Context: an optimization exercise on an open-source flow, tuned for small area, a short achievable clock period and few clock cycles. The choices shown serve that exercise and are no tape-out recipe. Where RTL was checked, it was by simulation tests only, not by an equivalence proof against the original. Only the layout flow was run in run 5; the RTL was not checked for function there.

## run.sh

```bash
#!/bin/bash
# synth_recipe.tcl (not shown) runs the flow's synth.tcl, then flattens the netlist and writes it again
# the make line also repeats each setting of config.mk as NAME=value (left out here)
make -C /OpenROAD-flow-scripts/flow DESIGN_CONFIG=/design/flow/config.mk WORK_HOME=/design/flow/orfs CLKGATE_MAP_FILE= SYNTH_SCRIPT=/design/flow/synth_recipe.tcl finish
```

## config.mk

```make
export PLATFORM = sky130hd
export DESIGN_NAME = cvu
export DESIGN_NICKNAME = cvu
export VERILOG_FILES = /design/flow/design.v
export SDC_FILE = /design/flow/constraint.sdc
export NUM_CORES = 4
export LEC_CHECK = 0
export CAP_MARGIN = 20
export CORE_MARGIN = 2
export CORE_UTILIZATION = 40
export SLEW_MARGIN = 20
```

## constraint.sdc

```tcl
create_clock -name core_clock -period 44.0 [get_ports {clk}]
set_input_delay 8.8000 -clock core_clock [delete_from_list [all_inputs] [get_ports {clk}]]
set_output_delay 8.8000 -clock core_clock [all_outputs]
set_load 0.01 [all_outputs]
```

## design.v

```verilog
module cvu (
    input  wire        clk,
    input  wire        rst,             
    input  wire        ctrl_bind,
    input  wire        ctrl_release,
    input  wire        ctrl_snap,
    input  wire [1:0]  cfg_mode,
    input  wire [5:0]  cfg_width_m1,
    input  wire        cfg_refin,
    input  wire        cfg_refout,
    input  wire [63:0] cfg_poly,
    input  wire [63:0] cfg_init,
    input  wire [63:0] cfg_xorout,
    input  wire        clr_res_valid,
    input  wire        clr_res_ovr,
    input  wire        in_valid,
    output wire        in_ready,
    input  wire [63:0] in_data,
    input  wire [2:0]  in_nbytes_m1,    
    input  wire        in_end,          
    input  wire        in_close,        
    input  wire        in_abort,        
    output reg         bound,
    output reg         pending,
    output reg         res_valid,
    output reg         res_ovr,
    output reg         res_invalid,
    output reg  [1:0]  status,
    output reg  [63:0] result,
    output reg  [63:0] res_bytes,
    output reg  [31:0] res_units
);
    localparam [1:0] ST_OK        = 2'd0;
    localparam [1:0] ST_BUSY      = 2'd1;
    localparam [1:0] ST_BAD_PARAM = 2'd2;
    reg  [63:0] poly_q;
    reg  [63:0] init_q;
    reg  [63:0] xorout_q;
    reg  [63:0] ci_q;         
    reg  [5:0]  wm1_q;
    reg         refin_q;
    reg         refout_q;
    reg  [31:0] g_q;          
    reg  [63:0] crc;          
    reg  [63:0] bak;          
    reg  [63:0] cnt_bytes;    
    reg  [31:0] cnt_units;    
    reg         inv_q;        
    reg         snap_def;     
    reg         in_unit;      
    reg  [63:0] d_q;
    reg  [2:0]  nb_q;
    reg         end_q;
    reg         close_q;
    reg         cap;          
    reg  [1:0]  ph;           
    reg         hi_pend;      
    reg         su_a;         
    reg         su_b;         
    reg  [4:0]  su_cnt;
    reg  [5:0]  b_wm1;
    reg  [63:0] b_poly, b_init, b_xorout;
    reg  [31:0] b_g;
    reg         b_refin, b_refout;
    always @(*) begin
        case (cfg_mode)
            2'd0: begin
                b_wm1 = 6'd31; b_poly = 64'h0000_0000_04C1_1DB7;
                b_init = 64'h0000_0000_FFFF_FFFF; b_xorout = 64'h0000_0000_FFFF_FFFF;
                b_refin = 1'b1; b_refout = 1'b1; b_g = 32'h826880EF;
            end
            2'd1: begin
                b_wm1 = 6'd31; b_poly = 64'h0000_0000_1EDC_6F41;
                b_init = 64'h0000_0000_FFFF_FFFF; b_xorout = 64'h0000_0000_FFFF_FFFF;
                b_refin = 1'b1; b_refout = 1'b1; b_g = 32'h8FC8E57B;
            end
            2'd2: begin
                b_wm1 = 6'd63; b_poly = 64'h42F0_E1EB_A9EA_3693;
                b_init = 64'h0; b_xorout = 64'h0;
                b_refin = 1'b0; b_refout = 1'b0; b_g = 32'hABC694E8;
            end
            default: begin
                b_wm1 = cfg_width_m1; b_poly = cfg_poly;
                b_init = cfg_init; b_xorout = cfg_xorout;
                b_refin = cfg_refin; b_refout = cfg_refout; b_g = 32'd0;
            end
        endcase
    end
    wire [63:0] legal_mask = {64{1'b1}} >> (6'd63 - cfg_width_m1);
    wire        bad_param  = (cfg_mode == 2'd3) &&
                             ((cfg_width_m1 < 6'd7) ||
                              |(cfg_poly   & ~legal_mask) ||
                              |(cfg_init   & ~legal_mask) ||
                              |(cfg_xorout & ~legal_mask));
    function [31:0] rev32(input [31:0] x);
        integer k;
        begin
            for (k = 0; k < 32; k = k + 1) rev32[k] = x[31 - k];
        end
    endfunction
    function [63:0] rev64(input [63:0] x);
        integer k;
        begin
            for (k = 0; k < 64; k = k + 1) rev64[k] = x[63 - k];
        end
    endfunction
    wire [63:0] crc_l = crc << (~wm1_q);
    reg  [63:0] wmask;
    integer     mi;
    always @(*) begin
        for (mi = 0; mi < 64; mi = mi + 1) wmask[mi] = (mi <= wm1_q);
    end
    wire [63:0] close_crc = (refout_q ? rev64(crc_l) : (crc & wmask)) ^ xorout_q;
    wire setup   = su_a | su_b;
    wire fed_st  = bound & (~pending | ~in_unit);      
    wire rdy_fed = cap & ~setup &
                   (~end_q | (nb_q[2] ? (ph == 2'd2) : (ph == 2'd1)));
    assign in_ready = ~fed_st | rdy_fed;
    wire beat = in_valid & in_ready;
    wire feed = beat & fed_st;
    wire eng_run  = cap & fed_st & ~setup;
    wire proc_lo  = eng_run & (ph == 2'd0);
    wire proc_hie = eng_run & end_q & (ph == 2'd1) & nb_q[2];
    wire proc     = proc_lo | proc_hie | hi_pend;
    wire [31:0] chunk = proc_lo ? d_q[31:0] : d_q[63:32];
    wire [1:0]  mm1   = (proc_lo & nb_q[2]) ? 2'd3 : nb_q[1:0];    
    wire [31:0] dsw   = refin_q ? rev32(chunk)
                                : {chunk[7:0], chunk[15:8], chunk[23:16], chunk[31:24]};
    wire [31:0] a0    = crc_l[63:32] ^ dsw;
    reg  [31:0] av;       
    reg  [31:0] tv;       
    reg  [63:0] shv;      
    reg  [63:0] eng;      
    reg         tb;
    integer     ek, ei, en;
    always @(*) begin
        case (mm1)
            2'd0: begin av = {24'd0, a0[31:24]}; shv = {crc[55:0], 8'd0};  end
            2'd1: begin av = {16'd0, a0[31:16]}; shv = {crc[47:0], 16'd0}; end
            2'd2: begin av = {8'd0,  a0[31:8]};  shv = {crc[39:0], 24'd0}; end
            default: begin av = a0;              shv = {crc[31:0], 32'd0}; end
        endcase
        for (ek = 0; ek < 32; ek = ek + 1) begin
            tb = av[31 - ek];
            for (ei = 0; ei < ek; ei = ei + 1)
                tb = tb ^ (g_q[31 - (ek - ei)] & av[31 - ei]);
            tv[31 - ek] = tb;
        end
        for (en = 0; en < 64; en = en + 1) begin
            tb = shv[en];
            for (ek = 0; ek < 32; ek = ek + 1)
                if (en - 31 + ek >= 0 && en - 31 + ek < 64)
                    tb = tb ^ (tv[31 - ek] & poly_q[en - 31 + ek]);
            eng[en] = tb;
        end
    end
    reg         g_new;
    integer     gi;
    always @(*) begin
        g_new = (su_cnt == 5'd0);
        for (gi = 1; gi < 32; gi = gi + 1)
            g_new = g_new ^ (crc_l[64 - gi] & g_q[gi - 1]);
    end
    reg  [63:0] s1_bytes;
    reg  [31:0] s1_units;
    reg         s1_pending, s1_in_unit, s1_snap_def, s1_inv;
    reg         close_now, close_init, aborted;
    reg  [63:0] close_bytes;
    reg  [31:0] close_units;
    reg         close_inv;
    always @(*) begin
        s1_bytes    = cnt_bytes;
        s1_units    = cnt_units;
        s1_pending  = pending;
        s1_snap_def = snap_def;
        s1_inv      = inv_q;
        s1_in_unit  = beat ? ~in_end : in_unit;
        close_now   = 1'b0;
        close_init  = 1'b0;
        aborted     = 1'b0;
        close_bytes = cnt_bytes;
        close_units = cnt_units;
        close_inv   = inv_q;
        if (feed) begin
            s1_pending = 1'b0;
            s1_bytes   = cnt_bytes + {61'd0, nb_q} + 64'd1;
            if (end_q) begin
                s1_units = cnt_units + 32'd1;
                if (close_q || snap_def) close_now = 1'b1;
            end
        end
        if (close_now) begin
            close_bytes = s1_bytes;
            close_units = s1_units;
            close_inv   = s1_inv;
            s1_bytes    = 64'd0;
            s1_units    = 32'd0;
            s1_inv      = 1'b0;
            s1_snap_def = 1'b0;
        end
        if (in_abort) begin
            s1_in_unit = 1'b0;
            if (bound) begin
                aborted = 1'b1;
                s1_inv  = 1'b1;
                if (s1_snap_def) begin
                    close_now   = 1'b1;
                    close_init  = 1'b1;
                    close_bytes = s1_bytes;
                    close_units = s1_units;
                    close_inv   = s1_inv;
                    s1_bytes    = 64'd0;
                    s1_units    = 32'd0;
                    s1_inv      = 1'b0;
                    s1_snap_def = 1'b0;
                end
            end
        end
        if (ctrl_snap && bound && !close_now) begin
            if (!s1_pending && s1_in_unit) begin
                s1_snap_def = 1'b1;
            end else begin
                close_now   = 1'b1;
                close_init  = aborted;
                close_bytes = s1_bytes;
                close_units = s1_units;
                close_inv   = s1_inv;
                s1_bytes    = 64'd0;
                s1_units    = 32'd0;
                s1_inv      = 1'b0;
            end
        end
    end
    wire        sel_ci   = (close_init & ~su_a) | su_b;
    wire        sel_bak  = (ph != 2'd0) & ~rdy_fed;
    wire [63:0] close_val = sel_ci ? ci_q : (sel_bak ? bak : close_crc);
    wire        restart  = close_now | aborted | (ctrl_release & bound);
    wire        bind_ok  = ctrl_bind & ~bound & ~bad_param;
    always @(posedge clk) begin
        d_q     <= in_data;
        nb_q    <= in_nbytes_m1;
        end_q   <= in_end;
        close_q <= in_close;
        if (rst) begin
            bound       <= 1'b0;
            pending     <= 1'b0;
            res_valid   <= 1'b0;
            res_ovr     <= 1'b0;
            res_invalid <= 1'b0;
            status      <= ST_OK;
            result      <= 64'd0;
            res_bytes   <= 64'd0;
            res_units   <= 32'd0;
            cnt_bytes   <= 64'd0;
            cnt_units   <= 32'd0;
            inv_q       <= 1'b0;
            snap_def    <= 1'b0;
            in_unit     <= 1'b0;
            cap         <= 1'b0;
            ph          <= 2'd0;
            hi_pend     <= 1'b0;
            su_a        <= 1'b0;
            su_b        <= 1'b0;
        end else begin
            cnt_bytes <= s1_bytes;
            cnt_units <= s1_units;
            pending   <= s1_pending;
            snap_def  <= s1_snap_def;
            inv_q     <= s1_inv;
            in_unit   <= s1_in_unit;
            cap     <= in_valid & ~in_ready;
            hi_pend <= feed & ~end_q & nb_q[2] & ~aborted & ~ctrl_release;
            if (beat | restart | ~cap)
                ph <= 2'd0;
            else if (proc & end_q)
                ph <= ph + 2'd1;
            if (ph == 2'd0) bak <= close_crc;
            if (su_a)
                crc <= poly_q;
            else if (su_b) begin
                if (su_cnt == 5'd31) crc <= init_q;
            end else if (close_now | aborted)
                crc <= init_q;
            else if (proc)
                crc <= eng;
            if (su_a) begin
                ci_q   <= close_crc;
                su_a   <= 1'b0;
                su_b   <= 1'b1;
                su_cnt <= 5'd0;
            end else if (su_b) begin
                g_q    <= {g_q[30:0], g_new};
                su_cnt <= su_cnt + 5'd1;
                if (su_cnt == 5'd31) su_b <= 1'b0;
            end
            if (clr_res_valid) res_valid <= 1'b0;
            if (clr_res_ovr)   res_ovr   <= 1'b0;
            if (close_now) begin
                result      <= close_val;
                res_bytes   <= close_bytes;
                res_units   <= close_units;
                res_invalid <= close_inv;
                res_valid   <= 1'b1;
                if (res_valid && !clr_res_valid) res_ovr <= 1'b1;
            end
            if (ctrl_bind) begin
                if (bound) begin
                    status <= ST_BUSY;
                end else if (bad_param) begin
                    status <= ST_BAD_PARAM;
                end else begin
                    status    <= ST_OK;
                    bound     <= 1'b1;
                    pending   <= 1'b1;
                    wm1_q     <= b_wm1;
                    refin_q   <= b_refin;
                    refout_q  <= b_refout;
                    xorout_q  <= b_xorout;
                    poly_q    <= b_poly;
                    init_q    <= b_init;
                    g_q       <= b_g;
                    ci_q      <= 64'd0;
                    crc       <= b_init;
                    su_a      <= (cfg_mode == 2'd3);
                    su_b      <= 1'b0;
                    cnt_bytes <= 64'd0;
                    cnt_units <= 32'd0;
                    inv_q     <= 1'b0;
                    snap_def  <= 1'b0;
                end
            end else if (ctrl_release) begin
                if (bound) begin
                    status   <= ST_OK;
                    bound    <= 1'b0;
                    pending  <= 1'b0;
                    snap_def <= 1'b0;
                    inv_q    <= 1'b0;
                    su_a     <= 1'b0;
                    su_b     <= 1'b0;
                end else begin
                    status <= ST_BAD_PARAM;
                end
            end
        end
    end
endmodule
```

==> results of run 1 <==
[placed cells by master, fill, tap and decap left out, types with 83 or more instances in the layout]
cell and count:
nand3_1 204, o21ai_0 183, nand2_1 2680, dfxtp_1 338, xnor3_1 199, xor2_1 411
mux2i_1 252, nor2_1 583, clkbuf_16 83, o211ai_1 103, a21oi_1 275, and2_1 122
mux2_2 92, buf_4 282, a211oi_1 133, clkdlybuf4s50_1 446, xnor2_1 1318, edfxtp_1 428
[worst paths after layout]
path | startpoint | cells after the start | slack (ns) | to
min | result[40] | 2 | 0.45 | result[40]
max reg2reg | wm1_q[1] | 25 | 32.78 | crc[53]
min reg2reg | result[40] | 2 | 0.45 | result[40]
max | cfg_width_m1[5] | 18 | 30.54 | crc[47]
[layout make-up]
| class | instances | area (um^2) |
|---|---|---|
| repair buffers | 735 | 6710 |
| clock inverters | 44 | 482 |
| diodes | 27 | 67.6 |
| clock buffers | 110 | 2270 |
| well taps | 2464 | 3080 |
| multi-input cells | 7556 | 50500 |
| fillers | 18100 | 100000 |
| flip-flops and latches | 769 | 19700 |
| inverters | 59 | 226 |
[stage by stage]
stage | hold slack, ns | utilization [%] | cells | setup slack (ns)
floorplan | 0.451 | - | 9226 | 23.83
global placement | 0.440 | 43.8 | 11600 | 29.74
detailed placement | 0.444 | 43.8 | 11600 | 29.65
CTS | 0.452 | 45.3 | 11700 | 30.40
global route | 0.461 | 45.3 | 11800 | 30.27
finish | 0.448 | 45.4 | 11800 | 30.54
[critical path: stages]
cell and delay (ns):
clkdlybuf4s50_1 0.41, buf_4 0.24, nor2_1 0.74, o21ai_0 0.31, o21a_1 0.24, a21oi_1 0.16
nor3_1 0.09, o2111ai_1 0.11, nor3_1 0.12, nand4_1 0.17, nand2_1 0.12, nand3b_1 0.17
buf_4 0.43, buf_4 0.60, nand3_1 0.22, nor2_2 0.62, a221oi_1 0.19, o21ai_1 0.15
[cell families after synthesis]
family          after synthesis  synth area share [%]
compound gates             1248                  11.4
flops                       769                  26.7
xor+xnor                   1962                  27.6
fa+ha+maj                    18                 0.306
simple gates               3902                  21.7
buf+inv                     901                  5.11
mux                         426                  7.28
[metal layers]
metal	global-route usage, %	vias up	wire, um
met5	0	-	164
met4	30.4	18	36900
met3	10.6	1319	45600
met2	58.3	5438	161000
met1	48.1	35200	137000
li1	-	30900	-
[registers in the layout (all words and copies together) (netlist names), 2 cells and up]
signal and cells:
ph 2, cnt_bytes 64, result 64, status 2, su_cnt 5, res_bytes 64
g_q 31, wm1_q 6, ci_q 64, cnt_units 32, res_units 32, bak 64
poly_q 64, nb_q 3, crc 64, init_q 64, xorout_q 64, d_q 64
==> metrics.cfg, run 1 <==
[outcome]
status=no timing/DRC/antenna violations

[yosys]
ys_ff_latch=769
yosysMostFrequentCell=nand2_1
ys_async_sr_fraction_pct=0
ys_seq_area_share_pct=26.7
synthTopCellsByArea=edfxtp_1 (17%), xnor2_1 (16%), nand2_1 (14%)
synth_common_cells=nand2_1 (2680), xnor2_1 (1323), nor2_1 (590)
yosys_warnings=1
synth_area_um2=73700
synth_top_area_cell=edfxtp_1
netlist.area_leader.share_pct=17.4
postSynthCellCount=9226
postSynthAreaPerCell_um2=7.99
synthDistinctLibCells=97
synth_ff_type=edfxtp_1
synth_edf_count=428
syn-num-nets=9521

[critical_path]
worst-setup-path-type=in -> reg
cp.arrival_ns=14.01
cp-end-kind=register
worst-path-max-fanout=50
startpoint_type=primary input
cp.required_ns=44.55

[clock_tree]
cts_max_level=3
clock_latency_ns=0.73
cts_buffers=82
hold_buffers=0
root_buffer=clkbuf_16
cts_resized=0
clk_pin_slew_worst_paths_ns=0.07
cts.path.max_buffers=3
cts_setup_buffers=0
cts_tree=done
cts_sinks=769

[sta]
fmax_mhz=74.3
slew_headroom_pct=16.8
fin_tns_setup_ns=0
finalSetupViolCount=0
report.final.slew_viol_count=0
clock_skew_ns=0.0533
period_share_pct=30.6
rsz0062_at_grt=false
min_period_ns=13.46
worstMarginPinSlew_ns=1.24
finalHoldViolCount=0

[global_route]
grt_pass1_vias=67500
grt-ovfl-total=0
antenna_found_initial=43
grt_pass1_wl_mm=529
grt_usage_pct=39.2
grt_max_degree=257

[place]
dpl.hpwl_mm=260
place_area_um2=80200
gp_congestion=1.10
io_buffers=447

[floorplan]
dieArea_um2=188000
fp.dieW_um=433
start_util_pct=40.2
fp.dieH_um=433
core-area_um2=183000
io_pins=448
placementRows=157

[layout]
final_area_um2=83000
fin_nets=9498
drive_gt1_share_pct=7.35
area_growth_pct=12.7

[detailed_routing]
num_vias=72900
drc_errors=0
drtIter0Drc=10800
drt.antenna.violating_nets=0
wl_per_cell_um=32.3
first_pass_iters=7
vias_per_cell=6.20
finalWirelength_mm=380

[min_path]
holdCritPathClass=reg -> reg

[job]
cap_violations=0

Testbench counts, summed over its fixed seeds: cycles 141,870.
==> inputs of run 2 (changes only) <==
--- a/design.v
+++ b/design.v
@@ -251,8 +251,6 @@
             result      <= 64'd0;
             res_bytes   <= 64'd0;
             res_units   <= 32'd0;
-            cnt_bytes   <= 64'd0;
-            cnt_units   <= 32'd0;
             inv_q       <= 1'b0;
             snap_def    <= 1'b0;
             in_unit     <= 1'b0;
@@ -293,6 +291,19 @@
                 su_cnt <= su_cnt + 5'd1;
                 if (su_cnt == 5'd31) su_b <= 1'b0;
             end
+            if (!bound) begin
+                wm1_q     <= b_wm1;
+                refin_q   <= b_refin;
+                refout_q  <= b_refout;
+                xorout_q  <= b_xorout;
+                poly_q    <= b_poly;
+                init_q    <= b_init;
+                g_q       <= b_g;
+                ci_q      <= 64'd0;
+                crc       <= b_init;
+                cnt_bytes <= 64'd0;
+                cnt_units <= 32'd0;
+            end
             if (clr_res_valid) res_valid <= 1'b0;
             if (clr_res_ovr)   res_ovr   <= 1'b0;
             if (close_now) begin
@@ -312,21 +323,8 @@
                     status    <= ST_OK;
                     bound     <= 1'b1;
                     pending   <= 1'b1;
-                    wm1_q     <= b_wm1;
-                    refin_q   <= b_refin;
-                    refout_q  <= b_refout;
-                    xorout_q  <= b_xorout;
-                    poly_q    <= b_poly;
-                    init_q    <= b_init;
-                    g_q       <= b_g;
-                    ci_q      <= 64'd0;
-                    crc       <= b_init;
                     su_a      <= (cfg_mode == 2'd3);
                     su_b      <= 1'b0;
-                    cnt_bytes <= 64'd0;
-                    cnt_units <= 32'd0;
-                    inv_q     <= 1'b0;
-                    snap_def  <= 1'b0;
                 end
             end else if (ctrl_release) begin
                 if (bound) begin
==> flow/run.sh (new file) <==
#!/bin/bash
# Standard ORFS layout (the standard.sh, standard synthesis), with the
# resizer's setup repair asked for extra slack so that it works on the paths
# that set the achieved period.  The SDC (clock period, I/O delays) is
# unchanged.  Each tool's output goes to a log file in this folder.
set -euo pipefail
MARGIN=$(cat flow/margin.txt)
bash standard.sh SETUP_SLACK_MARGIN=$MARGIN TNS_END_PERCENT=100 finish > flow_make.log 2>&1
==> flow/margin.txt (new file) <==
33
==> standard.sh (new file) <==
#!/bin/bash
# synth_recipe.tcl (not shown) runs the flow's synth.tcl, then flattens the netlist and writes it again
# the make line also repeats each setting of config.mk as NAME=value (left out here)
make -C /OpenROAD-flow-scripts/flow DESIGN_CONFIG=/design/flow/config.mk WORK_HOME=/design/flow/orfs CLKGATE_MAP_FILE= SYNTH_SCRIPT=/design/flow/synth_recipe.tcl "${@:-finish}"
removed: run.sh
==> run 2 against run 1 <==
  * Final cell count shrank 5.6%
  * Cell area down 2.4%
  * Die area is 3.9% lower
  * Register-to-register slack improved by 1.1 ns
  * Count of clock-buffer cells in the layout grew 3
  * Still clean
  * Utilization up 0.72 points
  * Critical path type unchanged
  * Worst hold slack improved by 0.0055 ns
  * Sequential share of layout area up 1.8 points
  * Sequential cell count stayed put
  * Global-route usage fell by 2.8 points
==> metrics.cfg, run 2 <==
[global_route]
busiest_layer=met2  ; unchanged
grt_usage_pct=36.4  ; was 39.2%
grt_util_met1_pct=47.4  ; was 48.1%
grt_pass1_vias=62800  ; was 67500
grt-ovfl-total=0  ; unchanged
grt_max_degree=225  ; was 257
gr-usage-met3_pct=7.06  ; was 10.6%
met2_usage_pct=57.0  ; was 58.3%
antenna_found_initial=13  ; was 43
grt_pass1_wl_mm=478  ; was 529 mm

[yosys]
ys_ff_latch=769  ; unchanged
synthTopCellsByArea=edfxtp_1 (22%), xnor2_1 (19%), nand2_1 (13%)  ; was edfxtp_1 (17%), xnor2_1 (16%), nand2_1 (14%)
synthDistinctLibCells=110  ; was 97
yosys_warnings=1  ; unchanged
synth_area_um2=70800  ; was 73700 um^2
synth_top_area_cell=edfxtp_1  ; unchanged
postSynthAreaPerCell_um2=8.20  ; was 7.99 um^2
ys_async_sr_fraction_pct=0  ; unchanged
yosysMostFrequentCell=nand2_1  ; unchanged
synth_ff_type=edfxtp_1  ; unchanged
netlist.area_leader.share_pct=22.2  ; was 17.4%
synth_edf_count=524  ; was 428
ys_seq_area_share_pct=29.2  ; was 26.7%
synth_common_cells=nand2_1 (2446), xnor2_1 (1560), edfxtp_1 (524)  ; was nand2_1 (2680), xnor2_1 (1323), nor2_1 (590)
postSynthCellCount=8636  ; was 9226
syn-num-nets=8931  ; was 9521

[clock_tree]
cts_buffers=85  ; was 82
cts_tree=done  ; unchanged
cts_sinks=769  ; unchanged
cts_max_level=3  ; unchanged
clk_pin_slew_worst_paths_ns=0.06  ; was 0.07 ns
hold_buffers=0  ; unchanged
clock_latency_ns=0.73  ; about the same
cts.path.max_buffers=3  ; unchanged
root_buffer=clkbuf_16  ; unchanged

[sta]
slew_headroom_pct=17.6  ; was 16.8%
worstMarginPinSlew_ns=1.23  ; was 1.24 ns
report.final.slew_viol_count=0  ; unchanged
fin_tns_setup_ns=0  ; unchanged
period_share_pct=25.1  ; was 30.6%
clock_skew_ns=0.0468  ; was 0.0533 ns
finalHoldViolCount=0  ; unchanged
fmax_mhz=90.5  ; was 74.3 MHz
rsz0062_at_grt=true  ; was false
hold_slack_ns=0.453  ; was 0.448 ns
finalSetupViolCount=0  ; unchanged
min_period_ns=11.04  ; was 13.46 ns

[detailed_routing]
first_pass_iters=9  ; was 7
drtIter0Drc=9578  ; was 10800
vias_per_cell=6.03  ; was 6.20
drt.antenna.violating_nets=0  ; unchanged
finalWirelength_mm=339  ; was 380 mm
drc_errors=0  ; unchanged
wl_per_cell_um=30.5  ; was 32.3 um
num_vias=67000  ; was 72900

[layout]
final_common_cell=nand2_1  ; unchanged
mostFrequentLayoutCells=nand2_1 (2436), xnor2_1 (1553), edfxtp_1 (524)  ; was nand2_1 (2680), xnor2_1 (1318), nor2_1 (583)
area_growth_pct=14.5  ; was 12.7%
drive_gt1_share_pct=8.32  ; was 7.35%
fin_nets=8989  ; was 9498

[critical_path]
cp.required_ns=44.39  ; was 44.55 ns
startpoint_type=primary input  ; unchanged
worst-setup-path-type=in -> reg  ; unchanged
rr_worst_depth=20  ; was 25
cp.arrival_ns=11.44  ; was 14.01 ns
cp-end-kind=register  ; unchanged
worst-path-max-fanout=34  ; was 50

[floorplan]
fp.dieH_um=425  ; was 433 um
io_pins=448  ; unchanged
start_util_pct=40.2  ; about the same
dieArea_um2=180000  ; was 188000 um^2
fp.dieW_um=425  ; was 433 um
placementRows=154  ; was 157
core-area_um2=176000  ; was 183000 um^2

[place]
dpl.hpwl_mm=234  ; was 260 mm
io_buffers=447  ; unchanged
gp_congestion=1.02  ; was 1.10

[min_path]
holdCritPathClass=reg -> reg  ; unchanged
whs_path_depth=2  ; unchanged

[job]
cap_violations=0  ; unchanged

[outcome]
status=no timing/DRC/antenna violations  ; unchanged

-- run 2: final cells by class --
type,instances,area (um^2)
fill,17100,94900
antenna,12,30.0
timing repair buffer,710,6790
sequential,769,20700
clock buffer,113,2350
inverter,57,231
tap,2340,2930
clock inverter,39,453
multi-input combinational,7071,47600
-- run 2: cell families after synthesis --
logic type	after synthesis	synth area share (%)
AND/OR/NAND/NOR	3559	20.9
XOR/XNOR	2079	28.1
AO/OA/AOI/OAI	1073	10.3
buffers and inverters	799	4.73
flip-flops	769	29.2
multiplexers	339	6.46
adder cells (fa/ha/maj)	18	0.318
-- run 2: per-layer routing --
layer / share of wire (%) / wire length (um)
met5: 0.0091 / 31
met4: 6.5 / 22200
met3: 11 / 36000
met2: 44 / 150000
met1: 39 / 131000
-- run 2: path summary, 6_finish.rpt --
check        slack (ns)         to       from
max               32.96    crc[34]   in_valid
min                0.45  result[9]  result[9]
max reg2reg       33.91    crc[38]   wm1_q[1]
min reg2reg        0.45  result[9]  result[9]
-- run 2: worst max-delay path: stages --
cell             delay (ns)
clkdlybuf4s15_2        0.20
nand4_1                0.09
buf_6                  0.15
inv_2                  0.04
and2_4                 0.18
a21oi_4                0.19
o22ai_4                0.12
buf_12                 0.15
nor3_4                 0.11
buf_6                  0.14
nor2_2                 0.06
buf_12                 0.17
a222oi_1               0.85
o21ai_1                0.13
-- run 2: what timing repair did --
item                                    CTS  global route
buffers inserted                         31             6
endpoints found under the setup margin  459           152
gates resized for setup                 109            37
pin swaps                                21            14
cloned                                    6             1
-- run 2: per-stage QoR --
stage / instance area (um^2) / instances / utilization, % / setup slack, ns
after global placement: 77300 / 10900 / 43.9 / 30.60
final: 81100 / 11100 / 46.1 / 32.96
after global routing: 81000 / 11100 / 46.1 / 32.92
after detailed placement: 77300 / 10900 / 43.9 / 30.64
after CTS: 80800 / 11100 / 45.9 / 33.01
after floorplan: 71200 / 8636 / - / 31.67
Testbench counts of run 2, summed over its fixed seeds: cycles 141,870.
==> inputs of run 3 (changes only) <==
==> flow/run.sh (replaced) <==
#!/bin/bash
# Standard ORFS layout (the standard.sh, standard synthesis), with the
# resizer's setup repair asked for extra slack so that it works on the paths
# that set the achieved period, and plain buffers on the ports.  The SDC
# (clock period, I/O delays) is unchanged.  Each tool's output goes to a log
# file in this folder.
set -euo pipefail
MARGIN=$(cat flow/margin.txt)
bash standard.sh SETUP_SLACK_MARGIN=$MARGIN TNS_END_PERCENT=100 MATCH_CELL_FOOTPRINT=0 \
  "BUFFER_PORTS_ARGS=-buffer_cell sky130_fd_sc_hd__buf_2" finish > flow_make.log 2>&1
==> flow/margin.txt (replaced) <==
34
==> run 3 against run 2 <==
  * Sequential share of layout area decreased by 1.1 points
  * Final cell count grew 2.4%
  * Worst setup slack got worse by 0.096 ns
  * Critical path depth is 1 higher
  * Clock skew increased by 0.022 ns
  * Count of clock-buffer cells in the layout up 14
  * Synthesized cell count unchanged
  * Maximum frequency decreased by 0.86%
  * Sequential cell count is the same
  * Utilization up 2.7 points
  * Critical endpoint is now status[1]
==> metrics.cfg, run 3 <==
[yosys]
ys_ff_latch=769  ; unchanged
ys_async_sr_fraction_pct=0  ; unchanged
ys_seq_area_share_pct=29.2  ; unchanged
synth_ff_type=edfxtp_1  ; unchanged
synthDistinctLibCells=110  ; unchanged
synth_top_area_cell=edfxtp_1  ; unchanged
synth_area_um2=70800  ; unchanged
synth_common_cells=nand2_1 (2446), xnor2_1 (1560), edfxtp_1 (524)  ; unchanged
postSynthAreaPerCell_um2=8.20  ; unchanged
syn-num-nets=8931  ; unchanged
yosysMostFrequentCell=nand2_1  ; unchanged
postSynthCellCount=8636  ; unchanged
synthTopCellsByArea=edfxtp_1 (22%), xnor2_1 (19%), nand2_1 (13%)  ; unchanged
netlist.area_leader.share_pct=22.2  ; unchanged
yosys_warnings=1  ; unchanged
synth_edf_count=524  ; unchanged

[critical_path]
worst-path-max-fanout=4  ; was 34
cp.arrival_ns=11.73  ; was 11.44 ns
startpoint_type=primary input  ; unchanged
cp.required_ns=44.59  ; was 44.39 ns
worst-setup-path-type=in -> reg  ; unchanged
cp-end-kind=register  ; unchanged

[layout]
drive_gt1_share_pct=20.6  ; was 8.32%
final_common_cell=nand2_1  ; unchanged
postLayoutCoreUtil_pct=48.8  ; was 46.1%
area_growth_pct=21.2  ; was 14.5%
fill_cells=16200  ; was 17100
final_area_um2=85800  ; was 81100 um^2
mostFrequentLayoutCells=nand2_1 (2404), xnor2_1 (1534), edfxtp_1 (524)  ; was nand2_1 (2436), xnor2_1 (1553), edfxtp_1 (524)
fin_nets=9255  ; was 8989
fin_cells=11400  ; was 11100

[global_route]
grt_max_degree=171  ; was 225
grt_usage_pct=36.8  ; was 36.4%
grt_pass1_vias=63100  ; was 62800
antenna_found_initial=23  ; was 13
grt_pass1_wl_mm=484  ; was 478 mm
grt-ovfl-total=0  ; unchanged

[detailed_routing]
finalWirelength_mm=359  ; was 339 mm
first_pass_iters=9  ; unchanged
drc_errors=0  ; unchanged
wl_per_cell_um=31.5  ; was 30.5 um
num_vias=69900  ; was 67000
drt.antenna.violating_nets=0  ; unchanged
drtIter0Drc=10400  ; was 9578
vias_per_cell=6.14  ; was 6.03

[place]
gp_congestion=1.05  ; was 1.02
pre_cts_ws_ns=30.83  ; was 30.64 ns
io_buffers=447  ; unchanged
place_area_um2=75200  ; was 77300 um^2
dp.cells=10900  ; about the same
dpl.hpwl_mm=228  ; was 234 mm

[sta]
layout_setup_ws_ns=32.86  ; was 32.96 ns
clock_skew_ns=0.0688  ; was 0.0468 ns
report.final.slew_viol_count=0  ; unchanged
hold_slack_ns=0.455  ; was 0.453 ns
rsz0062_at_grt=true  ; unchanged
period_share_pct=25.3  ; was 25.1%
finalSetupViolCount=0  ; unchanged
finalHoldViolCount=0  ; unchanged
fmax_mhz=89.8  ; was 90.5 MHz
worstMarginPinSlew_ns=1.25  ; was 1.23 ns
fin_tns_setup_ns=0  ; unchanged
slew_headroom_pct=16.4  ; was 17.6%
min_period_ns=11.14  ; was 11.04 ns

[floorplan]
io_pins=448  ; unchanged
fp.dieH_um=425  ; unchanged
fp.dieW_um=425  ; unchanged
dieArea_um2=180000  ; unchanged
core-area_um2=176000  ; unchanged
start_util_pct=40.2  ; unchanged
placementRows=154  ; unchanged

[clock_tree]
cts_buffers=87  ; was 85
cts_max_level=3  ; unchanged
hold_buffers=0  ; unchanged
cts_tree=done  ; unchanged
cts_sinks=769  ; unchanged
cts.path.max_buffers=3  ; unchanged
clk_pin_slew_worst_paths_ns=0.06  ; about the same
clock_latency_ns=0.76  ; was 0.73 ns
root_buffer=clkbuf_16  ; unchanged

[job]
cap_violations=0  ; unchanged

[outcome]
status=no timing/DRC/antenna violations  ; unchanged

[min_path]
holdCritPathClass=reg -> reg  ; unchanged

[run 3: cells by family after synthesis]
| family | count (synthesis) | share of synthesized area [%] |
|---|---|---|
| xor gates and xnor gates | 2079 | 28.1 |
| and+or+nand+nor | 3559 | 20.9 |
| adders and majority gates | 18 | 0.318 |
| AOI/OAI and AO/OA | 1073 | 10.3 |
| DFF | 769 | 29.2 |
| muxes | 339 | 6.46 |
| buffers and inverters | 799 | 4.73 |
[run 3: layout make-up]
type	count	area, um^2	share of cell area (%)
clock buffers	127	2570	3.00
inverters	57	243	0.283
clock inverters	36	591	0.689
well taps	2340	2930	3.41
flip-flops and latches	769	20900	24.4
multi-input cells	7074	49400	57.6
diodes	8	20.0	0.0233
repair buffers	971	9110	10.6
[run 3: per-layer routing]
| layer | wire, um | up-vias | track usage, % | share of wire [%] |
|---|---|---|---|---|
| li1 | - | 29500 | - | - |
| met1 | 135000 | 34200 | 48.5 | 38 |
| met2 | 159000 | 5133 | 56.6 | 44 |
| met4 | 24200 | 10 | 19.5 | 6.8 |
| met5 | 71 | - | 0 | 0.020 |
| met3 | 40400 | 1051 | 7.47 | 11 |
[run 3: worst max-delay path, stage by stage]
cell        delay (ns)
buf_12            0.08
buf_12            0.12
clkinvlp_4        0.20
a21oi_2           0.16
a211o_1           0.14
o41ai_4           0.09
a221o_1           0.35
or4_4             0.59
nor4_4            0.17
nand4_1           0.25
o41ai_4           0.29
buf_6             0.20
a21oi_2           0.07
o21ai_1           0.12
a21oi_1           0.07
[run 3: timing repair]
item / in CTS / in global routing
buffers inserted: 137 / 95
setup endpoints to repair: 993 / 801
resized for setup: 662 / 344
pin swaps: 69 / 116
gates cloned: 48 / 35
[run 3: path summary, 6_finish.rpt]
path                                      start         end  slack [ns]  depth (start not counted)
worst min register to register       result[53]  result[53]        0.46                          2
worst max register to register            bound     crc[28]       34.19                         23
worst min-delay path                 result[53]  result[53]        0.46                          2
worst max-delay path            cfg_width_m1[5]   status[1]       32.86                         15
==> inputs of run 4 (changes only) <==
==> run.sh (new file) <==
#!/bin/bash
# synth_recipe.tcl (not shown) runs the flow's synth.tcl, then flattens the netlist and writes it again
# the make line also repeats each setting of config.mk as NAME=value (left out here)
make -C /OpenROAD-flow-scripts/flow DESIGN_CONFIG=/design/flow/config.mk WORK_HOME=/design/flow/orfs CLKGATE_MAP_FILE= SYNTH_SCRIPT=/design/flow/synth_recipe.tcl finish
removed: flow/run.sh
removed: flow/margin.txt
removed: standard.sh
==> run 4 against run 3 <==
  * Still clean
  * Count of clock-buffer cells in the layout shrank 18
  * Synthesized area stayed put
  * First-iteration DRC count is 7.7% lower
  * Critical endpoint is now pending
==> metrics.cfg, run 4 <==
[critical_path]
cp.required_ns=44.65  ; was 44.59 ns
cp-end-kind=register  ; unchanged
worst-setup-path-type=in -> reg  ; unchanged
cp.arrival_ns=13.42  ; was 11.73 ns
worst-path-max-fanout=17  ; was 4
startpoint_type=primary input  ; unchanged

[yosys]
synth-xor-area-share_pct=28.1  ; unchanged
ys_async_sr_fraction_pct=0  ; unchanged
synth_edf_count=524  ; unchanged
synthDistinctLibCells=110  ; unchanged
synth_top_family_by_area=XOR/XNOR gates  ; unchanged
ys_ff_latch=769  ; unchanged
synth-simple-area-share_pct=20.9  ; unchanged
yosys_warnings=1  ; unchanged
synth_ff_type=edfxtp_1  ; unchanged
postSynthAreaPerCell_um2=8.20  ; unchanged
synthAdderAreaFrac_pct=0.318  ; unchanged
syn-num-nets=8931  ; unchanged
synthTopCellsByArea=edfxtp_1 (22%), xnor2_1 (19%), nand2_1 (13%)  ; unchanged
synth_top_area_cell=edfxtp_1  ; unchanged
synth_area_um2=70800  ; unchanged
synth_compound_area_share_pct=10.3  ; unchanged
yosysMostFrequentCell=nand2_1  ; unchanged
ys_seq_area_share_pct=29.2  ; unchanged
netlist.area_leader.share_pct=22.2  ; unchanged
postSynthCellCount=8636  ; unchanged
synth_common_cells=nand2_1 (2446), xnor2_1 (1560), edfxtp_1 (524)  ; unchanged
synth.mux.area_fraction_pct=6.46  ; unchanged

[detailed_routing]
drtIter0Drc=9582  ; was 10400
vias_per_cell=6.01  ; was 6.14
drc_errors=0  ; unchanged
drt.antenna.violating_nets=0  ; unchanged
finalWirelength_mm=336  ; was 359 mm
first_pass_iters=8  ; was 9
num_vias=66500  ; was 69900
wl_per_cell_um=30.4  ; was 31.5 um

[sta]
period_share_pct=29.0  ; was 25.3%
fin_tns_setup_ns=0  ; unchanged
fmax_mhz=78.3  ; was 89.8 MHz
slew_headroom_pct=21.1  ; was 16.4%
finalSetupViolCount=0  ; unchanged
layout_setup_ws_ns=31.24  ; was 32.86 ns
worstMarginPinSlew_ns=1.18  ; was 1.25 ns
rsz0062_at_grt=false  ; was true
finalHoldViolCount=0  ; unchanged
clock_skew_ns=0.0467  ; was 0.0688 ns
report.final.slew_viol_count=0  ; unchanged
min_period_ns=12.76  ; was 11.14 ns

[layout]
final_common_cell=nand2_1  ; unchanged
drive_gt1_share_pct=6.70  ; was 20.6%
final_area_um2=79800  ; was 85800 um^2
fin_nets=8942  ; was 9255
mostFrequentLayoutCells=nand2_1 (2445), xnor2_1 (1554), edfxtp_1 (524)  ; was nand2_1 (2404), xnor2_1 (1534), edfxtp_1 (524)
fill_cells=17100  ; was 16200
area_growth_pct=12.7  ; was 21.2%

[global_route]
grt-ovfl-total=0  ; unchanged
antenna_found_initial=19  ; was 23
grt_max_degree=257  ; was 171
grt_pass1_vias=62400  ; was 63100
grt_usage_pct=36.1  ; was 36.8%
grt_pass1_wl_mm=475  ; was 484 mm

[clock_tree]
clk_pin_slew_worst_paths_ns=0.06  ; about the same
cts_setup_buffers=0  ; was 137
cts_buffers=84  ; was 87
cts_resized=0  ; was 662
cts_tree=done  ; unchanged
cts_max_level=3  ; unchanged
hold_buffers=0  ; unchanged
clock_latency_ns=0.72  ; was 0.76 ns
root_buffer=clkbuf_16  ; unchanged
cts.path.max_buffers=3  ; unchanged
cts_sinks=769  ; unchanged

[floorplan]
start_util_pct=40.2  ; unchanged
placementRows=154  ; unchanged
io_pins=448  ; unchanged
core-area_um2=176000  ; unchanged
dieArea_um2=180000  ; unchanged
fp.dieW_um=425  ; unchanged
fp.dieH_um=425  ; unchanged

[place]
pre_cts_ws_ns=30.65  ; was 30.83 ns
io_buffers=447  ; unchanged
dpl.hpwl_mm=234  ; was 228 mm
gp_congestion=1.00  ; was 1.05
place_area_um2=77000  ; was 75200 um^2

[job]
cap_violations=0  ; unchanged

[outcome]
status=no timing/DRC/antenna violations  ; unchanged

[min_path]
holdCritPathClass=reg -> reg  ; unchanged

[run 4: cell counts after synthesis]
Identical to the previous run, type by type.
[run 4: logic make-up (layout without fill, tap and decap cells)]
group                    after synthesis  after routing
AND/OR/NAND/NOR                     3559           3559
XOR/XNOR                            2079           2079
AO/OA/AOI/OAI                       1073           1073
buffers and inverters                799            881
flip-flops                           769            769
multiplexers                         339            339
adder cells (fa/ha/maj)               18             18
other                                  0              8
[run 4: per-layer routing]
metal  GRT usage, %  wire length (um)  up-vias
met5              0                87        -
met4           19.0             22100       12
met3           7.54             35200      994
met2           56.8            150000     4241
met1           46.5            129000    32400
li1               -                 -    28900
[run 4: per-stage QoR]
stage / std cells / utilization [%] / hold slack (ns)
5_1_grt: 11100 / 45.4 / 0.471
3_5_place_dp: 10900 / 43.8 / 0.446
4_1_cts: 11100 / 45.3 / 0.455
2_1_floorplan: 8636 / - / 0.476
6_report: 11100 / 45.4 / 0.452
3_3_place_gp: 10900 / 43.8 / 0.439
[run 4: cell type report]
cell class                      count  area [um^2]  area share, %
Antenna cell                        8         20.0         0.0251
Clock buffer                      109         2280           2.86
Clock inverter                     48          437          0.547
Inverter                           57          216          0.271
Multi-Input combinational cell   7068        47100           59.0
Sequential cell                   769        20600           25.9
Tap cell                         2340         2930           3.67
Timing Repair Buffer              667         6170           7.73
[run 4: final timing paths]
path                            cells after the start            start    endpoint  slack (ns)
worst max-delay path                               16  cfg_width_m1[2]     pending       31.24
worst min register to register                      2       result[52]  result[52]        0.45
worst min-delay path                                2       result[52]  result[52]        0.45
worst max register to register                     20         wm1_q[0]     crc[54]       34.00
[run 4: critical path, cell delays in order]
cell             delay (ns)
clkdlybuf4s50_1        0.45
buf_4                  0.24
inv_1                  0.25
nor2_1                 0.38
nand2_1                0.26
a21oi_1                0.21
o41ai_1                0.09
a221o_1                0.34
or4_1                  0.56
nor4_1                 0.28
nand4_1                0.19
o41ai_2                0.73
nand2_1                0.24
a21oi_1                0.20
a31oi_1                0.06
nor2_1                 0.10
==> inputs of run 5 (changes only) <==
--- a/design.v
+++ b/design.v
@@ -53,6 +53,12 @@
     reg         end_q;
     reg         close_q;
     reg         cap;          
+    reg         x_q;          
+    reg         unb;          
+    reg         npend;        
+    wire        bnd  = ~unb;
+    wire        pend = ~npend;
+    reg         ir_unb, ir_pu, ir_cx;
     reg  [1:0]  ph;           
     reg         hi_pend;      
     reg         su_a;         
@@ -86,12 +92,13 @@
             end
         endcase
     end
-    wire [63:0] legal_mask = {64{1'b1}} >> (6'd63 - cfg_width_m1);
-    wire        bad_param  = (cfg_mode == 2'd3) &&
-                             ((cfg_width_m1 < 6'd7) ||
-                              |(cfg_poly   & ~legal_mask) ||
-                              |(cfg_init   & ~legal_mask) ||
-                              |(cfg_xorout & ~legal_mask));
+    reg  [63:0] above_w;
+    integer     ai;
+    always @(*) begin
+        for (ai = 0; ai < 64; ai = ai + 1) above_w[ai] = (cfg_width_m1 < ai);
+    end
+    wire        hi_bits    = |((cfg_poly | cfg_init | cfg_xorout) & above_w);
+    wire        bad_param  = (cfg_mode == 2'd3) && ((cfg_width_m1 < 6'd7) || hi_bits);
     function [31:0] rev32(input [31:0] x);
         integer k;
         begin
@@ -112,14 +119,13 @@
     end
     wire [63:0] close_crc = (refout_q ? rev64(crc_l) : (crc & wmask)) ^ xorout_q;
     wire setup   = su_a | su_b;
-    wire fed_st  = bound & (~pending | ~in_unit);      
-    wire rdy_fed = cap & ~setup &
-                   (~end_q | (nb_q[2] ? (ph == 2'd2) : (ph == 2'd1)));
-    assign in_ready = ~fed_st | rdy_fed;
+    wire fed_st  = bnd & (~pend | ~in_unit);           
+    wire rdy_fed = cap & x_q;
+    assign in_ready = ir_unb | ir_pu | ir_cx;
     wire beat = in_valid & in_ready;
     wire feed = beat & fed_st;
     wire eng_run  = cap & fed_st & ~setup;
-    wire proc_lo  = eng_run & (ph == 2'd0);
+    wire proc_lo  = eng_run & (ph == 2'd0) & (end_q | x_q);    
     wire proc_hie = eng_run & end_q & (ph == 2'd1) & nb_q[2];
     wire proc     = proc_lo | proc_hie | hi_pend;
     wire [31:0] chunk = proc_lo ? d_q[31:0] : d_q[63:32];
@@ -171,7 +177,7 @@
     always @(*) begin
         s1_bytes    = cnt_bytes;
         s1_units    = cnt_units;
-        s1_pending  = pending;
+        s1_pending  = pend;
         s1_snap_def = snap_def;
         s1_inv      = inv_q;
         s1_in_unit  = beat ? ~in_end : in_unit;
@@ -200,7 +206,7 @@
         end
         if (in_abort) begin
             s1_in_unit = 1'b0;
-            if (bound) begin
+            if (bnd) begin
                 aborted = 1'b1;
                 s1_inv  = 1'b1;
                 if (s1_snap_def) begin
@@ -216,7 +222,7 @@
                 end
             end
         end
-        if (ctrl_snap && bound && !close_now) begin
+        if (ctrl_snap && bnd && !close_now) begin
             if (!s1_pending && s1_in_unit) begin
                 s1_snap_def = 1'b1;
             end else begin
@@ -234,8 +240,38 @@
     wire        sel_ci   = (close_init & ~su_a) | su_b;
     wire        sel_bak  = (ph != 2'd0) & ~rdy_fed;
     wire [63:0] close_val = sel_ci ? ci_q : (sel_bak ? bak : close_crc);
-    wire        restart  = close_now | aborted | (ctrl_release & bound);
-    wire        bind_ok  = ctrl_bind & ~bound & ~bad_param;
+    wire        restart  = close_now | aborted | (ctrl_release & bnd);
+    wire        bind_ok  = ctrl_bind & unb & ~bad_param;
+    reg         bound_n, pending_n;
+    reg  [1:0]  status_n;
+    always @(*) begin
+        bound_n   = bnd;
+        pending_n = s1_pending;
+        status_n  = status;
+        if (ctrl_bind) begin
+            if (bnd)            status_n = ST_BUSY;
+            else if (bad_param) status_n = ST_BAD_PARAM;
+            else begin
+                status_n  = ST_OK;
+                bound_n   = 1'b1;
+                pending_n = 1'b1;
+            end
+        end else if (ctrl_release) begin
+            if (bnd) begin
+                status_n  = ST_OK;
+                bound_n   = 1'b0;
+                pending_n = 1'b0;
+            end else begin
+                status_n  = ST_BAD_PARAM;
+            end
+        end
+    end
+    wire        setup_nc = (ctrl_bind & unb) | su_a | (su_b & (su_cnt != 5'd31));
+    wire [1:0]  ph_nx    = ph + {1'b0, proc & end_q};
+    wire        ph_ok    = nb_q[2] ? (ph_nx == 2'd2) : (ph_nx == 2'd1);
+    wire        x_n      = ~setup_nc & ~(in_abort | ctrl_snap | ctrl_release) &
+                           (cap ? (~end_q | ph_ok) : ~in_end);
+    wire        cap_n    = in_valid & ~in_ready;
     always @(posedge clk) begin
         d_q     <= in_data;
         nb_q    <= in_nbytes_m1;
@@ -244,6 +280,11 @@
         if (rst) begin
             bound       <= 1'b0;
             pending     <= 1'b0;
+            unb         <= 1'b1;
+            npend       <= 1'b1;
+            ir_unb      <= 1'b1;
+            ir_pu       <= 1'b0;
+            ir_cx       <= 1'b0;
             res_valid   <= 1'b0;
             res_ovr     <= 1'b0;
             res_invalid <= 1'b0;
@@ -255,18 +296,27 @@
             snap_def    <= 1'b0;
             in_unit     <= 1'b0;
             cap         <= 1'b0;
+            x_q         <= 1'b0;
             ph          <= 2'd0;
             hi_pend     <= 1'b0;
             su_a        <= 1'b0;
             su_b        <= 1'b0;
         end else begin
+            bound     <= bound_n;
+            unb       <= ~bound_n;
+            pending   <= pending_n;
+            npend     <= ~pending_n;
+            status    <= status_n;
+            ir_unb    <= ~bound_n;
+            ir_pu     <= pending_n & s1_in_unit;
+            ir_cx     <= cap_n & x_n;
             cnt_bytes <= s1_bytes;
             cnt_units <= s1_units;
-            pending   <= s1_pending;
             snap_def  <= s1_snap_def;
             inv_q     <= s1_inv;
             in_unit   <= s1_in_unit;
-            cap     <= in_valid & ~in_ready;
+            cap     <= cap_n;
+            x_q     <= x_n;
             hi_pend <= feed & ~end_q & nb_q[2] & ~aborted & ~ctrl_release;
             if (beat | restart | ~cap)
                 ph <= 2'd0;
@@ -281,17 +331,30 @@
                 crc <= init_q;
             else if (proc)
                 crc <= eng;
-            if (su_a) begin
-                ci_q   <= close_crc;
+            if (bind_ok) begin
+                su_a   <= (cfg_mode == 2'd3);
+                su_b   <= 1'b0;
+            end else if (ctrl_release) begin
+                su_a   <= 1'b0;
+                su_b   <= 1'b0;
+            end else if (su_a) begin
                 su_a   <= 1'b0;
                 su_b   <= 1'b1;
+            end else if (su_b) begin
+                if (su_cnt == 5'd31) su_b <= 1'b0;
+            end
+            if (su_a) begin
+                ci_q   <= close_crc;
                 su_cnt <= 5'd0;
             end else if (su_b) begin
                 g_q    <= {g_q[30:0], g_new};
                 su_cnt <= su_cnt + 5'd1;
-                if (su_cnt == 5'd31) su_b <= 1'b0;
             end
-            if (!bound) begin
+            if (ctrl_release & bnd) begin
+                snap_def <= 1'b0;
+                inv_q    <= 1'b0;
+            end
+            if (unb) begin
                 wm1_q     <= b_wm1;
                 refin_q   <= b_refin;
                 refout_q  <= b_refout;
@@ -314,31 +377,6 @@
                 res_valid   <= 1'b1;
                 if (res_valid && !clr_res_valid) res_ovr <= 1'b1;
             end
-            if (ctrl_bind) begin
-                if (bound) begin
-                    status <= ST_BUSY;
-                end else if (bad_param) begin
-                    status <= ST_BAD_PARAM;
-                end else begin
-                    status    <= ST_OK;
-                    bound     <= 1'b1;
-                    pending   <= 1'b1;
-                    su_a      <= (cfg_mode == 2'd3);
-                    su_b      <= 1'b0;
-                end
-            end else if (ctrl_release) begin
-                if (bound) begin
-                    status   <= ST_OK;
-                    bound    <= 1'b0;
-                    pending  <= 1'b0;
-                    snap_def <= 1'b0;
-                    inv_q    <= 1'b0;
-                    su_a     <= 1'b0;
-                    su_b     <= 1'b0;
-                end else begin
-                    status <= ST_BAD_PARAM;
-                end
-            end
         end
     end
 endmodule
==> flow/run.sh (new file) <==
#!/bin/bash
# Standard ORFS layout (the standard.sh, standard synthesis), with the
# resizer's setup repair asked for extra slack so that it works on the paths
# that set the achieved period, and plain buffers on the ports.  The SDC
# (clock period, I/O delays) is unchanged.  Each tool's output goes to a log
# file in this folder.
set -euo pipefail
MARGIN=$(cat flow/margin.txt)
bash standard.sh SETUP_SLACK_MARGIN=$MARGIN TNS_END_PERCENT=100 MATCH_CELL_FOOTPRINT=0 \
  "BUFFER_PORTS_ARGS=-buffer_cell sky130_fd_sc_hd__buf_2" finish > flow_make.log 2>&1
==> flow/margin.txt (new file) <==
34
==> standard.sh (new file) <==
#!/bin/bash
# synth_recipe.tcl (not shown) runs the flow's synth.tcl, then flattens the netlist and writes it again
# the make line also repeats each setting of config.mk as NAME=value (left out here)
make -C /OpenROAD-flow-scripts/flow DESIGN_CONFIG=/design/flow/config.mk WORK_HOME=/design/flow/orfs CLKGATE_MAP_FILE= SYNTH_SCRIPT=/design/flow/synth_recipe.tcl "${@:-finish}"
removed: run.sh
==> run 5 against run 4 <==
  * Utilization increased by 3.6 points
  * First-iteration DRC count decreased by 0.24%
  * Cell area increased by 6.5%
  * Global-route usage increased by 0.57 points
  * Worst setup slack improved by 1.9 ns
  * Sequential cell count increased by 5
  * Maximum frequency increased by 18%
  * Clock skew increased by 0.0061 ns
  * Synthesized cell count decreased by 2.3%
  * Critical path depth increased by 3
  * Final cell count increased by 0.94%
==> metrics.cfg, run 5 <==
[outcome]
status=no timing/DRC/antenna violations  ; unchanged

[layout]
fin_cells=11200  ; was 11100
area_growth_pct=21.9  ; was 12.7%
fill_cells=16000  ; was 17100
fin_nets=9060  ; was 8942
multiInputGateArea_um2=48500  ; was 47100 um^2
drive_gt1_share_pct=21.8  ; was 6.70%
ff_latch_area_um2=21000  ; was 20600 um^2
postLayoutCoreUtil_pct=49.0  ; was 45.4%
final_common_cell=nand2_1  ; unchanged
mostFrequentLayoutCells=nand2_1 (2332), xnor2_1 (1497), edfxtp_1 (524)  ; was nand2_1 (2445), xnor2_1 (1554), edfxtp_1 (524)

[critical_path]
startpoint_type=primary input  ; unchanged
cp-end-kind=register  ; unchanged
path_cells=buf_6, nor4bb_4, buf_4, o21a_4, and2_4, inv_2, nor2_4, nand2_4, nor2_4, nand3_2, nor2_4, and4_4, and4_4, inv_2, nor2_4, nand2_4, nor3_4, xnor2_2, a211oi_1  ; was clkdlybuf4s50_1, buf_4, inv_1, nor2_1, nand2_1, a21oi_1, o41ai_1, a221o_1, or4_1, nor4_1, nand4_1, o41ai_2, nand2_1, a21oi_1, a31oi_1, nor2_1
worst-path-max-fanout=5  ; was 17
max_stage_delay_ns=0.29  ; was 0.73 ns
worst-setup-path-type=in -> reg  ; unchanged
crit_top_cell=nor2_4
critPathSlowestCell=a211oi_1  ; was o41ai_2
cp.arrival_ns=11.49  ; was 13.42 ns
cp.required_ns=44.64  ; was 44.65 ns

[floorplan]
dieArea_um2=178000  ; was 180000 um^2
placementRows=153  ; was 154
core-area_um2=173000  ; was 176000 um^2
io_pins=448  ; unchanged
fp.dieH_um=421  ; was 425 um
start_util_pct=40.2  ; about the same
fp.dieW_um=421  ; was 425 um

[global_route]
grt_usage_pct=36.7  ; was 36.1%
grt-ovfl-total=0  ; unchanged
antenna_found_initial=19  ; unchanged
grt_pass1_vias=63500  ; was 62400
grt_max_degree=94  ; was 257
grt_pass1_wl_mm=478  ; was 475 mm

[yosys]
ys_async_sr_fraction_pct=0  ; unchanged
yosys_warnings=1  ; unchanged
postSynthAreaPerCell_um2=8.26  ; was 8.20 um^2
yosysMostFrequentCell=nand2_1  ; unchanged
synthDistinctLibCells=98  ; was 110
synthTopCellsByArea=edfxtp_1 (23%), xnor2_1 (19%), nand2_1 (13%)  ; was edfxtp_1 (22%), xnor2_1 (19%), nand2_1 (13%)
postSynthCellCount=8439  ; was 8636
synth_top_area_cell=edfxtp_1  ; unchanged
synth_common_cells=nand2_1 (2372), xnor2_1 (1516), edfxtp_1 (524)  ; was nand2_1 (2446), xnor2_1 (1560), edfxtp_1 (524)
synth_area_um2=69700  ; was 70800 um^2
ys_seq_area_share_pct=29.8  ; was 29.2%
netlist.area_leader.share_pct=22.6  ; was 22.2%
syn-num-nets=8734  ; was 8931
synth_edf_count=524  ; unchanged
ys_ff_latch=774  ; was 769
synth_ff_type=edfxtp_1  ; unchanged

[clock_tree]
cts_sinks=774  ; was 769
cts_tree=done  ; unchanged
clock_latency_ns=0.75  ; was 0.72 ns
cts.path.max_buffers=3  ; unchanged
cts_buffers=86  ; was 84
cts_max_level=3  ; unchanged
hold_buffers=0  ; unchanged
clk_pin_slew_worst_paths_ns=0.07  ; was 0.06 ns
root_buffer=clkbuf_16  ; unchanged

[sta]
min_period_ns=10.85  ; was 12.76 ns
finalHoldViolCount=0  ; unchanged
fmax_mhz=92.2  ; was 78.3 MHz
slew_headroom_pct=18.3  ; was 21.1%
fin_tns_setup_ns=0  ; unchanged
finalSetupViolCount=0  ; unchanged
worstMarginPinSlew_ns=1.21  ; was 1.18 ns
layout_setup_ws_ns=33.15  ; was 31.24 ns
period_share_pct=24.7  ; was 29.0%
clock_skew_ns=0.0528  ; was 0.0467 ns
report.final.slew_viol_count=0  ; unchanged
rsz0062_at_grt=true  ; was false

[detailed_routing]
drtIter0Drc=9559  ; was 9582
wl_per_cell_um=31.2  ; was 30.4 um
finalWirelength_mm=348  ; was 336 mm
drc_errors=0  ; unchanged
num_vias=68100  ; was 66500
first_pass_iters=10  ; was 8
drt.antenna.violating_nets=0  ; unchanged
vias_per_cell=6.10  ; was 6.01

[job]
cap_violations=0  ; unchanged

[place]
dp.cells=10700  ; was 10900
gp_congestion=1.02  ; was 1.00
dpl.hpwl_mm=218  ; was 234 mm
io_buffers=447  ; unchanged
pre_cts_ws_ns=31.40  ; was 30.65 ns

[min_path]
holdCritPathClass=reg -> reg  ; unchanged

==> run 5: changes by cell type after synthesis, sizes merged, moves of 32 or more <==
| cell | before | now |
|---|---|---|
| nor2 | 480 | 448 |
| buf | 282 | 219 |
| o21ai | 222 | 258 |
| nand2 | 2446 | 2372 |
| inv | 55 | 106 |
| clkbuf | 460 | 509 |
| mux2i | 203 | 141 |
| and2 | 185 | 138 |
| mux2 | 48 | 82 |
| xnor2 | 1562 | 1517 |
| a222oi | 40 | 82 |
| a21oi | 247 | 197 |
==> run 5: layout make-up <==
type	instances	share of cell area, %
timing repair buffer	953	10.9
tap	2325	3.42
multi-input combinational	6841	57.1
sequential	774	24.7
clock buffer	107	2.74
clock inverter	53	0.637
antenna	8	0.0236
timing repair inverter	1	0.00883
inverter	108	0.481
==> run 5: metal layers <==
layer | up-vias | global-route usage (%) | share of wire [%]
met2 | 4660 | 57.3 | 45
met3 | 1073 | 6.33 | 11
met1 | 33500 | 47.8 | 38
met5 | - | 0 | 0.023
met4 | 12 | 21.3 | 7.1
li1 | 28800 | - | -
==> run 5: critical path: cells and delay by family <==
kind            cells  cell delay [ns]
simple gates       12             1.82
buf+inv             4             0.36
xor+xnor            1             0.09
compound gates      2             0.42
==> run 5: cells by family after synthesis <==
group | count (synthesis) | synth area share, %
AO/OA/AOI/OAI | 1051 | 10.3
XOR/XNOR | 2075 | 28.7
flip-flops | 774 | 29.8
AND/OR/NAND/NOR | 3381 | 20.1
buffers and inverters | 836 | 4.80
adder cells (fa/ha/maj) | 15 | 0.280
multiplexers | 307 | 6.06
==> run 5: final timing paths <==
check                   from             to  slack, ns  cells past startpoint
setup reg to reg    wm1_q[0]        crc[28]      33.92                     21
setup / recovery    in_valid  res_bytes[63]      33.15                     19
hold reg to reg   result[16]     result[16]       0.46                      2
hold / removal    result[16]     result[16]       0.46                      2
==> run 5: timing repair <==
action | 4_1_cts | 5_1_grt
endpoints found under the setup margin | 1078 | 860
cloned | 82 | 17
buffers inserted | 140 | 72
gates resized for setup | 701 | 339
pin swaps | 80 | 166
==> run 5: per-stage QoR <==
step	hold WS, ns	instance area (um^2)
floorplan	0.481	70800
global placement	0.443	74400
detailed placement	0.444	74400
CTS	0.460	82600
global route	0.478	85000
finish	0.459	85000

==> what the ideal ports hide <==
The results above use ideal ports. As a check the final layouts listed here were re-extracted and re-timed, cells and wires unchanged.
Step 1: set_driving_cell puts a clkbuf_16 on clk and a buf_2 on each other input, an assumption about the parent block.
Step 2 times the ports against the registers' clock, not the clock port: input delays grow and output delays shrink by t, the midpoint of the rising clock arrivals with the driver on.
Slacks: ideal ports / drivers / drivers and shift; pairs: ideal ports / drivers.
run	shift t [ns]	slack for setup (ns)	latest minus earliest clock arrival (ns)	worst data-port slew with drivers (ns)	pins driven straight from the clock port
run 1	0.793	30.543 / 30.607 / 29.814	0.056 / 0.056	0.26	1
run 2	0.789	32.956 / 32.977 / 32.187	0.047 / 0.047	0.11	1
run 3	0.811	32.860 / 32.864 / 32.053	0.076 / 0.076	0.12	1
run 4	0.782	31.236 / 31.292 / 30.510	0.047 / 0.047	0.12	1
run 5	0.795	33.151 / 33.143 / 32.347	0.062 / 0.061	0.16	1
After both steps every run listed still meets setup and hold. For run 3, which loses most, drivers alone change the setup slack by +0.004 ns; drivers and shift together by -0.807 ns.
